What follows belongs to an exercise in optimizing a design on an open flow for small area, a short achievable clock period and few clock cycles per item; a production flow would make more cautious choices. At most, simulation tests tie the RTL to the original design; equivalence was not proved. Only the layout flow was run in runs 2 and 3; the RTL was not checked for function there. Power is estimated from default activity; no workload was simulated.

==> flow/design.v (outline; a module is shown in full before it is edited, if it fits) <==
// module wz_fxu_fa: 4 lines
// module wz_fxu_ha: 4 lines
// module wz_fxu: 1050 lines
module wz_fxu (
    input  wire        clk,
    input  wire        rst,
    input  wire        in_valid,
    output wire        in_ready,
    input  wire [4:0]  in_op,
    input  wire        in_q,       
    input  wire [1:0]  in_t,       
    input  wire [3:0]  in_x,       
    input  wire [63:0] in_a,
    input  wire [63:0] in_b,
    output reg         out_valid,
    output reg  [63:0] out_data,
    output reg         out_ill
);
  // ...
==> flow/flow/run.sh <==
#!/bin/bash
set -euo pipefail
bash standard.sh SETUP_SLACK_MARGIN=12 finish > make.log 2>&1
==> flow/standard.sh <==
#!/bin/bash
# synth_recipe.tcl (not shown) runs the flow's synth.tcl, then flattens the netlist and writes it again
# the make line also repeats each setting of config.mk as NAME=value (left out here)
make -C /OpenROAD-flow-scripts/flow DESIGN_CONFIG=/design/flow/config.mk WORK_HOME=/design/flow/orfs CLKGATE_MAP_FILE= SYNTH_SCRIPT=/design/flow/synth_recipe.tcl "${@:-finish}"
==> flow/config.mk <==
export PLATFORM = sky130hd
export DESIGN_NAME = wz_fxu
export DESIGN_NICKNAME = wz_fxu
export VERILOG_FILES = /design/flow/design.v
export SDC_FILE = /design/flow/constraint.sdc
export NUM_CORES = 4
export LEC_CHECK = 0
export CAP_MARGIN = 40
export CORE_MARGIN = 2
export CORE_UTILIZATION = 40
export PLACE_DENSITY = 0.6
export SLEW_MARGIN = 40
export SYNTH_HIERARCHICAL = 1
==> flow/constraint.sdc <==
create_clock -name core_clock -period 17.0 [get_ports {clk}]
set_input_delay 3.4000 -clock core_clock [delete_from_list [all_inputs] [get_ports {clk}]]
set_output_delay 3.4000 -clock core_clock [all_outputs]
set_load 0.01 [all_outputs]
==> qor.yml, run 1 <==
switching_share_pct: 46.7
postCtsSetupBuffers: 192
worst_pin_slew_ns: 0.970
drtIter0Drc: 8753
min_path_type: "flop to flop"
coreArea_sq_um: 163000
fp-row-count: 148
ir_drop_mv: 0.383
synth_warnings: 7
startpoint: "rn2[3]"
multi_input_area_share_pct: 57.7
routed-via-count: 59300
hold_buffers: 0
drc: 0
ff2ff_path_depth: 18
synthXorXnorAreaFrac_pct: 10.1
dr_wl_met3_mm: 37.9
synth_compound_gate_area_share_pct: 20.0
p_seq_share_pct: 20.8
die_w_um: 408
power_leader: "combinational logic"
multi_input_cells: 5175
synthMuxAreaShare_pct: 4.19
path_class: "flop to flop"
drt-total-wl_mm: 297
outcome: "complete, no violations"
Testbench counts, summed over its fixed seeds: cycles 12,032, items 12,000.
==> run 2: changes to the inputs <==
--- a/flow/design.v
+++ b/flow/design.v
@@ -25,30 +25,24 @@
                OP_TSHL = 5'h04, OP_TSHR = 5'h05, OP_TMOV = 5'h06, OP_TLD  = 5'h07,
                OP_QMUL = 5'h08, OP_QADD = 5'h09, OP_QSUB = 5'h0A, OP_QNEG = 5'h0B,
                OP_QABS = 5'h0C, OP_QRND = 5'h0D,
                OP_CRD  = 5'h10, OP_CWR  = 5'h11, OP_TSVL = 5'h12, OP_TSVH = 5'h13,
                OP_TRST = 5'h14;
     reg [79:0] till0, till1, till2, till3;
     reg [3:0]  tz;       
     reg [3:0]  cl, sg;   
-    reg [3:0]  pd;       
     reg [3:0]  rn2;      
     reg        k_a, k_b, k_c, k_d, k_e, k_f;   
     reg [1:0]  rm;
     reg        sat;
     reg        sov;
     reg  rdy;
     assign in_ready = rdy;
     wire fire = in_valid & rdy;
-    reg  [3:0] ip;
-    wire i_sh  = (in_op == OP_TSHL) | (in_op == OP_TSHR);
-    wire i_wr  = (in_op == OP_TCLR) | (in_op == OP_TMAC) | (in_op == OP_TMSU) | i_sh |
-                 (in_op == OP_TMOV) | (in_op == OP_TLD) | (in_op == OP_TRST);
-    wire i_mat = i_sh & ip[in_t];
     wire        i_raw = in_q | (in_op == OP_TRST) | (in_op == OP_CWR);
     wire [31:0] i_a   = i_raw ? in_a[31:0] : {in_a[15:0], 16'd0};
     wire [31:0] i_b   = i_raw ? in_b[31:0] : {in_b[15:0], 16'd0};
     wire        i_msu = (in_op == OP_TMSU);
     wire [32:0] i_bx  = {i_b, 1'b0};
     wire [5:0]  i_n   = in_b[5:0];
     wire [4:0]  i_rk  = in_q ? ((i_n > 6'd31) ? 5'd31 : i_n[4:0])
                              : (((i_n > 6'd15) ? 5'd15 : i_n[4:0]) + 5'd16);
@@ -67,40 +61,36 @@
     reg        q1;
     reg [1:0]  t1;
     reg [3:0]  x1;
     reg [31:0] a1;       
     reg [31:0] ah1;      
     reg [15:0] neg1, one1, two1;
     reg        msu1, mul1;
     reg [4:0]  rk1;      
-    reg        mat1;     
     always @(posedge clk) begin
         if (rst) begin
             v1  <= 1'b0;
             rdy <= 1'b1;
-            ip  <= 4'd0;
         end else begin
             v1  <= fire;
-            rdy <= ~(fire & i_mat);
-            if (fire & i_wr) ip[in_t] <= (in_op == OP_TSHR);
+            rdy <= ~(fire & ((in_op == OP_TSHL) | (in_op == OP_TSHR)));
         end
         begin
             op1  <= in_op;
             q1   <= in_q;
             t1   <= in_t;
             x1   <= in_x;
             a1   <= i_a;
             ah1  <= in_a[63:32];
             neg1 <= i_neg;
             one1 <= i_one;
             two1 <= i_two;
             msu1 <= i_msu;
             rk1  <= i_rk;
-            mat1 <= i_mat;
             mul1 <= fire & ((in_op == OP_TMAC) | i_msu | (in_op == OP_QMUL));
         end
     end
     reg [31:0] b1;
     always @* begin
         for (j = 0; j < 16; j = j + 1) begin
             b1[2*j+1] = neg1[j];
             if (j == 0) b1[0] = one1[0];
@@ -875,49 +865,57 @@
     wire [80:0] c_next = ({mc, 9'd0} & {81{mul1}}) | w_c;
     wire [1:0] rsel_t = d_tmov ? x1[1:0] : t1;
     wire       rd_any = d_tmac | d_tmsu | d_trd | d_tshl | d_tshr | d_tmov | d_tsvl | d_tsvh;
     wire       wr_any = d_tclr | d_tmac | d_tmsu | d_tshl | d_tshr | d_tmov | d_tld | d_trst;
     reg        v2;
     reg [3:0]  sel2, we2;
     reg [80:0] s2, c2;
     reg        cin2;
-    reg        mac2, mat2, sh2, shl2, shr2, pend2;
+    reg        mac2, ph1_2, ph2_2, shl2;
     reg [3:0]  x2;
     reg        q2, qop2, trd2, trd3_2, fix2, tie2;
-    reg        tsvl2, tsvh2, crd2, cwr2, cwsov2, ill2;
-    wire        sh_ovf;
+    reg        tsvl2, tsvh2, crd2, cwr2, cwsov2, ill2, ovf2, sgn2;
+    wire        e_inc, e_ovf, e_sgn;
     always @(posedge clk) begin
         if (rst) begin
             v2    <= 1'b0;
-            mat2  <= 1'b0;
+            ph2_2 <= 1'b0;
             rm    <= 2'd0;
             sat   <= 1'b1;
         end else begin
-            if (v2 & mat2) begin
-                mat2  <= 1'b0;
+            if (v2 & ph1_2) begin
+                v2    <= 1'b1;
+                ph2_2 <= 1'b1;
+                ph1_2 <= 1'b0;
+                we2   <= we2;
+                sel2  <= sel2;
+                cin2  <= e_inc;
+                ovf2  <= e_ovf;
+                sgn2  <= e_sgn;
             end else begin
                 v2    <= v1;
-                mat2  <= v1 & mat1;
+                ph2_2 <= 1'b0;
+                ph1_2 <= d_tshl | d_tshr;
                 we2   <= {4{wr_any}} & (4'd1 << t1);
                 sel2  <= {4{rd_any}} & (4'd1 << rsel_t);
-                sh2   <= d_tshl | d_tshr;
-                shl2  <= d_tshl;
-                shr2  <= d_tshr;
-                x2    <= x1;
+                cin2  <= w_cin;
+                ovf2  <= 1'b0;
+                sgn2  <= 1'b0;
             end
             if (d_cwr) begin
                 rm  <= a1[1:0];
                 sat <= a1[2];
             end
         end
         s2     <= s_next;
         c2     <= c_next;
-        cin2   <= w_cin;
         mac2   <= d_tmac | d_tmsu;
+        shl2   <= d_tshl;
+        x2     <= x1;
         q2     <= q1;
         qop2   <= d_trd | d_qmul | d_qadd | d_qsub | d_qneg | d_qabs | d_qrnd;
         trd2   <= d_trd;
         trd3_2 <= d_trd & (rm == 2'd3);
         fix2   <= (d_trd | d_qmul) & (rm == 2'd2);
         tie2   <= m_tie;
         tsvl2  <= d_tsvl;
         tsvh2  <= d_tsvh;
@@ -932,20 +930,21 @@
     wire [80:0] ea = {ta[79], ta};
     wire [80:0] x_s, x_m;
     genvar g;
     generate
         for (g = 0; g < 81; g = g + 1) begin : g_csa
             wz_fxu_fa u_fa (.a(ea[g]), .b(s2[g]), .c(c2[g]), .s(x_s[g]), .co(x_m[g]));
         end
     endgenerate
-    wire [80:0] x_c = {x_m[79:0], cin2 | pend2};
+    wire        inj = trd3_2 & ta[79] & (q2 ? |ta[39:0] : |ta[55:0]);
+    wire [80:0] x_c = {x_m[79:0], cin2};
     wire [80:0] sum = x_s + x_c;
-    wire        t_ovf = (mac2 & (sum[80] ^ sum[79])) | (shl2 & ~mat2 & sh_ovf);
-    wire        t_sgn = mac2 ? sum[80] : ta[79];
+    wire        t_ovf = (mac2 & (sum[80] ^ sum[79])) | (ph2_2 & ovf2);
+    wire        t_sgn = mac2 ? sum[80] : sgn2;
     wire        t_clamp = t_ovf & sat;
     wire [95:0] sh_x = shl2 ? {ta, 16'd0} : {{17{ta[79]}}, ta[79:1]};
     wire [3:0]  sh_m = shl2 ? ~x2 : x2;
     wire [95:0] sh_y = sh_x >> sh_m;
     wire [79:0] sh_v = sh_y[79:0];
     wire [15:0] oh_x  = 16'd1 << x2;             
     wire [15:0] lt_x  = oh_x - 16'd1;            
     wire [16:0] oh_x1 = {oh_x, 1'b0};            
@@ -962,79 +961,75 @@
         endcase
     end
     wire [15:0] sh_neq;
     generate
         for (g = 0; g < 16; g = g + 1) begin : g_neq
             assign sh_neq[g] = ta[78-g] ^ ta[79];
         end
     endgenerate
-    assign sh_ovf = |(sh_neq & (oh_x | lt_x));
-    wire [79:0] t_new = (sh2 & ~mat2) ? sh_v : sum[79:0];
+    wire sh_ovf = |(sh_neq & (oh_x | lt_x));
+    assign e_inc = ~shl2 & sh_inc;
+    assign e_ovf = shl2 & sh_ovf;
+    assign e_sgn = ta[79];
+    wire [79:0] t_new = ph1_2 ? sh_v : sum[79:0];
+    wire        tie_a = q2 ? (ta[39] & ~|ta[38:0]) : (ta[55] & ~|ta[54:0]);
+    wire        q_fix = fix2 & (trd2 ? tie_a : tie2);
     wire [3:0]  e_we  = {4{v2}} & we2;
     wire [3:0]  tz_n  = rst ? 4'hF : (tz & ~e_we);
-    wire [3:0]  cl_n  = (e_we & {4{t_clamp}}) | (~e_we & cl);
-    wire [3:0]  pd_n  = (e_we & {4{shr2 & ~mat2 & sh_inc}}) | (~e_we & pd);
+    wire [3:0]  cl_n  = (e_we & {4{t_clamp & ~ph1_2}}) | (~e_we & cl);
     wire [3:0]  sg_n  = (e_we & {4{t_sgn}}) | (~e_we & sg);
-    wire [3:0]  sel_n = (v2 & mat2) ? sel2 : ({4{rd_any}} & (4'd1 << rsel_t));
+    wire [3:0]  sel_n = (v2 & ph1_2) ? sel2 : ({4{rd_any}} & (4'd1 << rsel_t));
     wire [3:0]  rc_n  = sel_n & ~tz_n & cl_n;
     wire        c_lo_n = |(rc_n & ~sg_n);
-    wire        rco_n = d_qmul & (rm == 2'd3) & m_neg;
-    wire        rch_n = d_qmul & ((rm == 2'd1) | (rm == 2'd2));
+    wire        rco_n = ~(v2 & ph1_2) & d_qmul & (rm == 2'd3) & m_neg;
+    wire        rch_n = ~(v2 & ph1_2) & d_qmul & ((rm == 2'd1) | (rm == 2'd2));
     wire        q_n   = q1;
     always @(posedge clk) begin
         tz   <= tz_n;
         cl   <= cl_n;
         sg   <= sg_n;
-        pd   <= pd_n;
         rn2  <= sel_n & ~tz_n & ~cl_n;
-        pend2 <= |(sel_n & ~tz_n & ~cl_n & pd_n);
         k_a  <= c_lo_n | rco_n;
         k_b  <= c_lo_n | rco_n | (q_n & rch_n);
         k_c  <= c_lo_n | (~q_n & rco_n);
         k_d  <= c_lo_n | (~q_n & (rco_n | rch_n));
         k_e  <= c_lo_n;
         k_f  <= |(rc_n & sg_n);
         if (e_we[0]) till0 <= t_new;
         if (e_we[1]) till1 <= t_new;
         if (e_we[2]) till2 <= t_new;
         if (e_we[3]) till3 <= t_new;
     end
-    reg        trd3_3, trd2_3, tie3;
+    reg        inj3;
     reg        v3, qop3, q3, fix3, sat3, tsvl3, tsvh3, crd3, cwr3, cwsov3, ill3, tcl3;
     reg [1:0]  rm3;
     reg [80:0] f3;
     always @(posedge clk) begin
         if (rst) v3 <= 1'b0;
-        else     v3 <= v2 & ~mat2;
+        else     v3 <= v2 & ~ph1_2;
         f3     <= sum;
         qop3   <= qop2;
         q3     <= q2;
-        fix3   <= fix2;
-        trd2_3 <= trd2;
-        trd3_3 <= trd3_2;
-        tie3   <= tie2;
+        fix3   <= q_fix;
+        inj3   <= inj;
         sat3   <= sat;
         rm3    <= rm;
         tsvl3  <= tsvl2;
         tsvh3  <= tsvh2;
         crd3   <= crd2;
         cwr3   <= cwr2;
         cwsov3 <= cwsov2;
         ill3   <= ill2;
-        tcl3   <= t_clamp;
+        tcl3   <= t_clamp & ~ph1_2;
     end
     wire [40:0] q_v0  = {f3[80:56], q3 ? f3[55:40] : 16'd0};
     wire [40:0] q_lsb = q3 ? 41'd1 : 41'h10000;
-    wire        r_nz  = q3 ? |f3[39:0] : |f3[55:0];
-    wire        inj3  = trd3_3 & f3[80] & r_nz;
-    wire        q_fix = fix3 & (trd2_3 ? ~r_nz : tie3);
-    wire [40:0] q_up  = q_v0 + q_lsb;
-    wire [40:0] q_v1  = inj3 ? q_up : q_v0;
-    wire [40:0] q_v   = q_v1 & ~({41{q_fix}} & q_lsb);
+    wire [40:0] q_v1  = q_v0 + ({41{inj3}} & q_lsb);
+    wire [40:0] q_v   = q_v1 & ~({41{fix3}} & q_lsb);
     wire [31:0] q_w   = q3 ? q_v[31:0] : {q_v[31:16], 16'd0};
     wire        q_in  = (q_v[40:31] == 10'd0) | (q_v[40:31] == 10'h3FF);
     wire        q_clamp = ~q_in & sat3;
     wire [31:0] q_c   = q_clamp ? {q_v[40], {31{~q_v[40]}}} : q_w;
     wire [63:0] q_out = q3 ? {{32{q_c[31]}}, q_c} : {{48{q_c[31]}}, q_c[31:16]};
     wire [63:0] res = qop3  ? q_out :
                       tsvl3 ? f3[63:0] :
                       tsvh3 ? {48'd0, f3[79:64]} :
==> flow/config.mk (replaced) <==
export PLATFORM = sky130hd
export DESIGN_NAME = wz_fxu
export DESIGN_NICKNAME = wz_fxu
export VERILOG_FILES = /design/flow/design.v
export SDC_FILE = /design/flow/constraint.sdc
export NUM_CORES = 4
export LEC_CHECK = 0
export CAP_MARGIN = 70
export CORE_MARGIN = 2
export CORE_UTILIZATION = 40
export PLACE_DENSITY = 0.6
export SLEW_MARGIN = 70
export SYNTH_HIERARCHICAL = 1
==> run 2 against run 1 <==
  * Critical path type unchanged
  * Power up 1.0%
  * Still clean on timing, DRC and antenna
  * Largest power group unchanged
  * Final area up 3.7%
  * Setup slack worse by 0.13 ns
  * Via count up 0.92%
==> qor.yml, run 2 <==
synthSimpleGateAreaFrac_pct: 11.0  # was 11.3%
min_period_ns: 5.48  # was 5.35 ns
finalSetupViolCount: 0  # unchanged
final_util_pct: 50.5  # was 48.0%
wl_per_cell_um: 32.4  # was 32.5 um
yosysMostFrequentCell: "xnor2_1"  # was nand2_1
drc: 0  # unchanged
grt_pass1_vias: 58200  # was 57800
wl_met2_mm: 127  # about the same
layout_common_cells: "xnor2_1 (594), nand2_1 (548), a22oi_1 (502)"  # was xnor2_1 (623), nand2_1 (601), a22oi_1 (519)
syn_area_sq_um: 64500  # was 65400 sq um
drtIter0Drc: 9489  # was 8753
worst_pin_slew_ns: 0.521  # was 0.970 ns
holdWs_ns: 0.309  # was 0.284 ns
yosysTopAreaCellShare_pct: 16.1  # was 15.9%
outcome: "complete, no violations"  # unchanged
top_layer: "met5"  # unchanged
initial_core_util_pct: 40.2  # was 40.3%
cp_max_fo: 7  # was 10
synthXorXnorAreaFrac_pct: 10.3  # was 10.1%
hold_buffers: 0  # unchanged
regToRegEndpoint: "till2[74]"  # was till1[74]
area.growth.synth_to_final_pct: 25.5  # was 19.2%
cts_made_buffers: 89  # was 90
syn_inst: 6699  # was 6809
routed-via-count: 59900  # was 59300
synth_top_family_by_area: "compound AO/OA/AOI/OAI gates"  # unchanged
drt-total-wl_mm: 297  # about the same
final_common_cell: "xnor2_1"  # unchanged
fillers: 14500  # was 15100
ys_async_sr_fraction_pct: 0  # unchanged
grt-ovfl-total: 0  # unchanged
p_leak_nw: 31.0  # was 29.9 nW
rr_startpoint: "rn2[1]"  # was rn2[3]
avgSynthCellArea_sq_um: 9.63  # was 9.61 sq um
synth_compound_gate_area_share_pct: 20.2  # was 20.0%
synth_cell_types: 95  # was 104
dr_wl_met3_mm: 39.4  # was 37.9 mm
io_pins: 210  # unchanged
hold_violations: 0  # unchanged
final_nets: 7747  # was 7727
slew_headroom_pct: 65.2  # was 34.9%
grtUsageTotal_pct: 34.8  # was 34.0%
die_h_um: 406  # was 408 um
arrival_ns: 5.99  # was 5.82 ns
regMostFlops: "f3"  # unchanged
synthMuxAreaShare_pct: 3.86  # was 4.19%
ys_seq_area_share_pct: 30.5  # was 30.4%
vias_per_cell: 6.54  # was 6.48
post-dp-hpwl_mm: 193  # was 194 mm
ant_nets: 0  # unchanged
min_path_type: "flop to flop"  # unchanged
critPathCaptureType: "flop"  # unchanged
synth_nets: 7531  # was 7644
synthAdderAreaFrac_pct: 19.4  # was 19.2%
critPathLaunchType: "flop"  # unchanged
ir_drop_mv: 0.399  # was 0.383 mV
insertion_delay_ns: 0.78  # was 0.74 ns
slew_viol_final: 0  # unchanged
cts.path.max_buffers: 3  # unchanged
tns_ns: 0  # unchanged
clock_sinks: 817  # was 827
cap_violations: 0  # unchanged
ys_top_cells_by_count: "xnor2_1 (652), nand2_1 (623), fa_1 (519)"  # was nand2_1 (683), xnor2_1 (646), a22oi_1 (521)
period_share_pct: 32.2  # was 31.5%
holdPathStages: 0  # unchanged
synth_warnings: 7  # unchanged
yosysTopAreaCell: "fa_1"  # unchanged
root_buffer: "clkbuf_16"  # unchanged
required_ns: 17.51  # was 17.47 ns
path_class: "flop to flop"  # unchanged
ys_ff_latch: 817  # was 827
r2r_slack_ns: 11.52  # was 11.65 ns
antenna_found_initial: 17  # was 21
synth_edf_count: 332  # was 335
clock_skew_ns: 0.0647  # was 0.0620 ns
coreArea_sq_um: 160000  # was 163000 sq um
synth_ff_type: "dfxtp_1"  # unchanged
worstHoldEndpoint: "x2[2]"  # was tie3
io_buffers: 177  # unchanged
drt-met1-wl_mm: 105  # was 107 mm
gp_congestion: 0.992  # was 0.973
powerDensity_nw_per_um2: 147  # was 151 nW/um^2
drive_gt1_share_pct: 20.5  # was 16.9%
largest_register_ffs: 81  # unchanged
die_w_um: 406  # was 408 um
clk_pin_slew_ns: 0.06  # about the same
fp-row-count: 147  # was 148
htreeDepth: 3  # unchanged
max_freq_mhz: 182  # was 187 MHz
grt_max_degree: 69  # was 134
min_from: "x1[2]"  # was tie2
ff2ff_path_depth: 21  # was 18
drt_pass1_iterations: 15  # was 7
die_area_sq_um: 164000  # was 167000 sq um
synth_area_leaders: "fa_1 (16%), edfxtp_1 (15%), dfxtp_1 (15%), xnor2_1 (8.9%), a22oi_1 (6.0%)"  # was fa_1 (16%), edfxtp_1 (15%), dfxtp_1 (15%), xnor2_1 (8.6%), a22oi_1 (6.0%)
grt_pass1_wl_mm: 415  # was 416 mm
cts_tree: "built"  # unchanged
rsz0062_at_grt: "true"  # unchanged
[run 2: cell count changes after synthesis, moves of 24 or more]
cell / delta
clkbuf_1: +47
nor2_1: +41
a221o_1: +34
o21ai_0: -53
a211oi_1: +24
nand2_1: -60
[run 2: stage by stage]
| step | power, mW | cell area, sq um | instances | worst slack, ns |
|---|---|---|---|---|
| CTS | 11.2 | 78300 | 9037 | 11.62 |
| finish | 11.9 | 80900 | 9161 | 11.52 |
| detailed placement | 9.00 | 71100 | 8645 | 10.25 |
| global route | 12.3 | 80900 | 9154 | 11.42 |
| global placement | 8.77 | 67900 | 8553 | 9.65 |
| floorplan | 6.01 | 64500 | 6699 | 12.02 |
[run 2: what timing repair did]
| action | 4_1_cts | 5_1_grt |
|---|---|---|
| pin swaps | 156 | 184 |
| resized for setup | 501 | 210 |
| cloned | 25 | 12 |
| setup buffers | 200 | 81 |
| setup endpoints to repair | 410 | 241 |
[run 2: worst max-delay path: stages (launching register included)]
cell and delay [ns]:
dfxtp_4 0.46, buf_16 0.21, a222oi_1 0.47, buf_4 0.23, nand2_4 0.09, fa_1 0.55, ha_4 0.23, a21oi_4 0.16
o211ai_1 0.16, a21oi_2 0.25, nor4_2 0.05, buf_2 0.15, buf_6 0.12, a311oi_4 0.43, o2111ai_4 0.25, a2111oi_4 0.37
buf_2 0.19, o31ai_4 0.08, buf_4 0.16, a41oi_2 0.18, xnor2_2 0.16, a21o_1 0.25
[run 2: worst max-delay path by stage]
stage | from | to | slack, ns | cells past startpoint
6_report | rn2[1] | till2[74] | 11.52 | 21
5_1_grt | rn2[1] | till1[74] | 11.42 | 21
3_5_place_dp | rn2[2] | till1[72] | 10.25 | 20
3_3_place_gp | rn2[2] | till1[74] | 9.65 | 17
2_1_floorplan | in_op[0] | one1[8] | 12.02 | 5
4_1_cts | rn2[1] | till1[78] | 11.62 | 19
[run 2: report_power, final]
group	switching [mW]	total (mW)	internal, mW
Sequential	0.168	2.42	2.25
Combinational	4.39	7.44	3.05
Clock	0.888	2.01	1.12
[run 2: layer usage]
| metal | vias to the layer above | GRT usage, % |
|---|---|---|
| met5 | - | 0.714 |
| met4 | 24 | 22.8 |
| met2 | 4760 | 52.5 |
| li1 | 24600 | - |
| met3 | 1356 | 11.5 |
| met1 | 29200 | 42.4 |
[run 2: area by class of cell]
| cell class | count | area (sq um) | area share [%] |
|---|---|---|---|
| multi-input cells | 5079 | 45600 | 56.3 |
| clock inverters | 51 | 607 | 0.750 |
| well taps | 2160 | 2700 | 3.34 |
| repair buffers | 770 | 9030 | 11.2 |
| flip-flops and latches | 817 | 19900 | 24.6 |
| clock buffers | 116 | 2460 | 3.04 |
| diodes | 10 | 25.0 | 0.0309 |
| inverters | 158 | 648 | 0.801 |
[run 2: cells by family (layout without fill, tap and decap cells)]
kind of cell             count (synthesis)  in the layout
flip-flops                             817            817
AO/OA/AOI/OAI                         1889           1889
AND/OR/NAND/NOR                       1547           1547
multiplexers                           196            196
XOR/XNOR                               758            758
adder cells (fa/ha/maj)                689            689
other                                    0             10
buffers and inverters                  803           1095
[run 2: per-module statistics from Yosys, one instance, submodules excluded]
| module | cell area (sq um) | flops+latches | copies in the design |
|---|---|---|---|
| wz_fxu_fa | 20.0 | 0 | 517 |
| wz_fxu_ha | 12.5 | 0 | 43 |
| wz_fxu | 53600 | 817 | 1 |
==> run 3: changes to the inputs <==
==> flow/flow/run.sh (replaced) <==
#!/bin/bash
set -euo pipefail
bash standard.sh SETUP_SLACK_MARGIN=11 finish > make.log 2>&1
==> run 3 against run 2 <==
  * Critical path depth unchanged
  * Global-route usage decreased by 2.0 points
  * Setup slack got worse by 0.46 ns
  * Sequential power about the same
  * Final cell count down 3.1%
  * Largest cell class unchanged
  * Non-clock buffer count fell by 279
  * Die area stayed put
  * Utilization is 3.3 points lower
  * Clock skew about the same
  * Flip-flop and latch count did not move
==> qor.yml, run 3 <==
post-dp-hpwl_mm: 191  # was 193 mm
io_pins: 210  # unchanged
outcome: "complete, no violations"  # unchanged
yosysTopAreaCell: "fa_1"  # unchanged
synth_edf_count: 332  # unchanged
rsz0062_at_grt: "false"  # was true
grt-ovfl-total: 0  # unchanged
die_area_sq_um: 164000  # unchanged
worst_pin_slew_ns: 0.497  # was 0.521 ns
required_ns: 17.49  # was 17.51 ns
ir_drop_mv: 0.571  # was 0.399 mV
grt_pass1_wl_mm: 395  # was 415 mm
avgSynthCellArea_sq_um: 9.63  # unchanged
synth_ff_type: "dfxtp_1"  # unchanged
drc: 0  # unchanged
power.switching_mw: 5.33  # was 5.45 mW
antenna_found_initial: 16  # was 17
fp-row-count: 147  # unchanged
period_share_pct: 34.9  # was 32.2%
grt_max_degree: 68  # was 69
slew_viol_final: 0  # unchanged
grt_pass1_vias: 56400  # was 58200
switching_share_pct: 46.0  # was 45.9%
wl_met2_mm: 119  # was 127 mm
min_path_type: "flop to flop"  # unchanged
cts.path.max_buffers: 3  # unchanged
synth_warnings: 7  # unchanged
area.growth.synth_to_final_pct: 17.3  # was 25.5%
drt-total-wl_mm: 276  # was 297 mm
finalSetupViolCount: 0  # unchanged
p_seq_share_pct: 21.0  # was 20.4%
ant_nets: 0  # unchanged
p_leak_nw: 28.7  # was 31.0 nW
htreeDepth: 3  # unchanged
final_common_cell: "xnor2_1"  # unchanged
clk_pin_slew_ns: 0.06  # about the same
dp_cells: 8644  # was 8645
drt-met1-wl_mm: 103  # was 105 mm
clock_sinks: 817  # unchanged
min_period_ns: 5.93  # was 5.48 ns
layout_common_cells: "xnor2_1 (596), nand2_1 (567), fa_1 (518)"  # was xnor2_1 (594), nand2_1 (548), a22oi_1 (502)
hold_violations: 0  # unchanged
dr_wl_met3_mm: 34.8  # was 39.4 mm
drive_gt1_share_pct: 13.7  # was 20.5%
vias_per_cell: 6.50  # was 6.54
synth_area_leaders: "fa_1 (16%), edfxtp_1 (15%), dfxtp_1 (15%), xnor2_1 (8.9%), a22oi_1 (6.0%)"  # unchanged
gp_congestion: 0.981  # was 0.992
cts_made_buffers: 90  # was 89
p_int_mw: 6.25  # was 6.42 mW
fin_cells: 8879  # was 9161
clock_skew_ns: 0.0649  # was 0.0647 ns
critPathCaptureType: "flop"  # unchanged
ys_seq_area_share_pct: 30.5  # unchanged
cts_tree: "built"  # unchanged
routed-via-count: 57700  # was 59900
top_layer: "met5"  # unchanged
die_w_um: 406  # unchanged
yosysMostFrequentCell: "xnor2_1"  # unchanged
arrival_ns: 6.42  # was 5.99 ns
grtUsageTotal_pct: 32.8  # was 34.8%
wl_per_cell_um: 31.1  # was 32.4 um
drt_pass1_iterations: 12  # was 15
combinationalPowerShare_pct: 61.2  # was 62.7%
max_freq_mhz: 168  # was 182 MHz
slew_headroom_pct: 66.8  # was 65.2%
cap_violations: 0  # unchanged
tns_ns: 0  # unchanged
regMostFlops: "f3"  # unchanged
initial_core_util_pct: 40.2  # unchanged
clkPwrFrac_pct: 17.8  # was 16.9%
syn_area_sq_um: 64500  # unchanged
io_buffers: 177  # unchanged
path_class: "flop to flop"  # unchanged
synth_nets: 7531  # unchanged
ys_top_cells_by_count: "xnor2_1 (652), nand2_1 (623), fa_1 (519)"  # unchanged
ys_ff_latch: 817  # unchanged
yosysTopAreaCellShare_pct: 16.1  # unchanged
insertion_delay_ns: 0.76  # was 0.78 ns
final_util_pct: 47.2  # was 50.5%
ys_async_sr_fraction_pct: 0  # unchanged
root_buffer: "clkbuf_16"  # unchanged
syn_inst: 6699  # unchanged
critPathLaunchType: "flop"  # unchanged
largest_register_ffs: 81  # unchanged
synth_cell_types: 95  # unchanged
cp_max_fo: 44  # was 7
drtIter0Drc: 8707  # was 9489
die_h_um: 406  # unchanged
coreArea_sq_um: 160000  # unchanged
final_nets: 7469  # was 7747
powerDensity_nw_per_um2: 153  # was 147 nW/um^2
==> run 3: cell count changes in the layout (fill, tap and decap cells not counted), sizes merged, moves of 6 or more <==
cell	change
clkdlybuf4s25	+7
inv	+6
clkinv	-9
buf	-269
clkdlybuf4s50	+69
bufbuf	-13
dlygate4sd2	-65
clkinvlp	-9
==> run 3: worst paths after layout <==
path | startpoint | to | slack [ns] | cells past startpoint
min | ill2 | ill3 | 0.33 | 0
min reg2reg | ill2 | ill3 | 0.33 | 0
max | rn2[2] | till0[74] | 11.07 | 21
max reg2reg | rn2[2] | till0[74] | 11.07 | 21
==> run 3: layout make-up <==
| class | count | area (sq um) |
|---|---|---|
| Antenna cell | 7 | 17.5 |
| Clock inverter | 38 | 479 |
| Timing Repair Buffer | 491 | 5500 |
| Multi-Input combinational cell | 5079 | 43800 |
| Fill cell | 15000 | 84700 |
| Sequential cell | 817 | 19900 |
| Tap cell | 2160 | 2700 |
| Clock buffer | 129 | 2680 |
| Inverter | 158 | 628 |
==> run 3: power groups by stage <==
stage	clock network (mW)	logic, mW	registers (mW)
floorplan	0	3.65	2.36
global placement	0	6.41	2.48
detailed placement	0	6.63	2.47
CTS	2.09	6.65	2.43
global route	2.17	7.44	2.44
finish	2.06	7.08	2.43
==> run 3: kinds of logic after synthesis <==
family	after synthesis	share of synthesized area [%]
fa+ha+maj	689	19.4
mux	196	3.86
flops	817	30.5
compound gates	1889	20.2
buf+inv	803	4.78
xor+xnor	758	10.3
simple gates	1547	11.0
==> run 3: what timing repair did <==
action,4_1_cts,5_1_grt
endpoints found under the setup margin,71,135
pin swaps,15,21
hold buffers,0,0
buffers inserted,14,17
resized for setup,37,45
==> run 3: modules after synthesis (local to each module, per instance) <==
module | cells inside | flops+latches | area (sq um) | copies in the design
wz_fxu | 6139 | 817 | 53600 | 1
wz_fxu_fa | 1 | 0 | 20.0 | 517
wz_fxu_ha | 1 | 0 | 12.5 | 43
==> run 3: per-stage QoR <==
step	worst slack, ns	instance area (sq um)	hold WS, ns	total power, mW
after floorplan	11.79	64500	0.310	6.01
after global placement	9.63	67900	0.312	8.89
after detailed placement	10.32	71100	0.312	9.10
after CTS	11.01	74500	0.327	11.2
after global routing	10.99	75700	0.334	12.0
final	11.07	75700	0.326	11.6
==> run 3: worst max-delay path, stage by stage (launching register included) <==
cell and delay [ns]:
dfxtp_4 0.35, buf_16 0.16, buf_16 0.17, buf_8 0.22
a222oi_1 0.45, nand2_2 0.35, fa_1 0.53, ha_1 0.37
a21oi_1 0.16, o21ai_0 0.17, nor2_1 0.20, o211ai_1 0.12
buf_1 0.16, buf_1 0.14, a311oi_4 0.41, o2111ai_4 0.24
a2111oi_4 0.37, buf_1 0.18, o31ai_4 0.12, a41oi_2 0.28
xnor2_2 0.16, a21o_1 0.26
==> run 3: metal layers <==
layer,global-route usage (%),vias to the layer above
met5,0,-
met4,19.4,14
met3,8.96,1073
met2,49.6,4431
met1,41.9,28200
li1,-,24000

## static timing again, ports no longer ideal
Ports are ideal in the flow. The routed layouts listed here were re-timed in OpenROAD.
Step 1 sets driving cells, clkbuf_16 on the clock port and buf_2 on the other inputs (assumed; they add their load-dependent delay and slew).
Step 2 moves the port delays by t, midway between the first and last clock arrival at a register: inputs arrive t later, outputs are due t later. That takes back most of the time a late clock gives input paths.
Slacks: no drivers / after step 1 / after step 2; pairs: no drivers / after step 1.
| run | shift t [ns] | slack for setup (ns) | latest minus earliest clock arrival (ns) | worst slew at a driven data input, ns | pins driven straight from the clock port |
|---|---|---|---|---|---|
| run 1 | 0.795 | 11.649 / 11.649 / 11.177 | 0.063 / 0.062 | 0.07 | 1 |
| run 2 | 0.823 | 11.520 / 11.520 / 11.386 | 0.069 / 0.069 | 0.06 | 1 |
| run 3 | 0.801 | 11.065 / 11.065 / 10.996 | 0.071 / 0.071 | 0.07 | 1 |
After both steps every run listed still meets setup and hold. The setup slack of run 1, which loses most, moves by 0.000 ns with the drivers and by -0.472 ns with both steps.
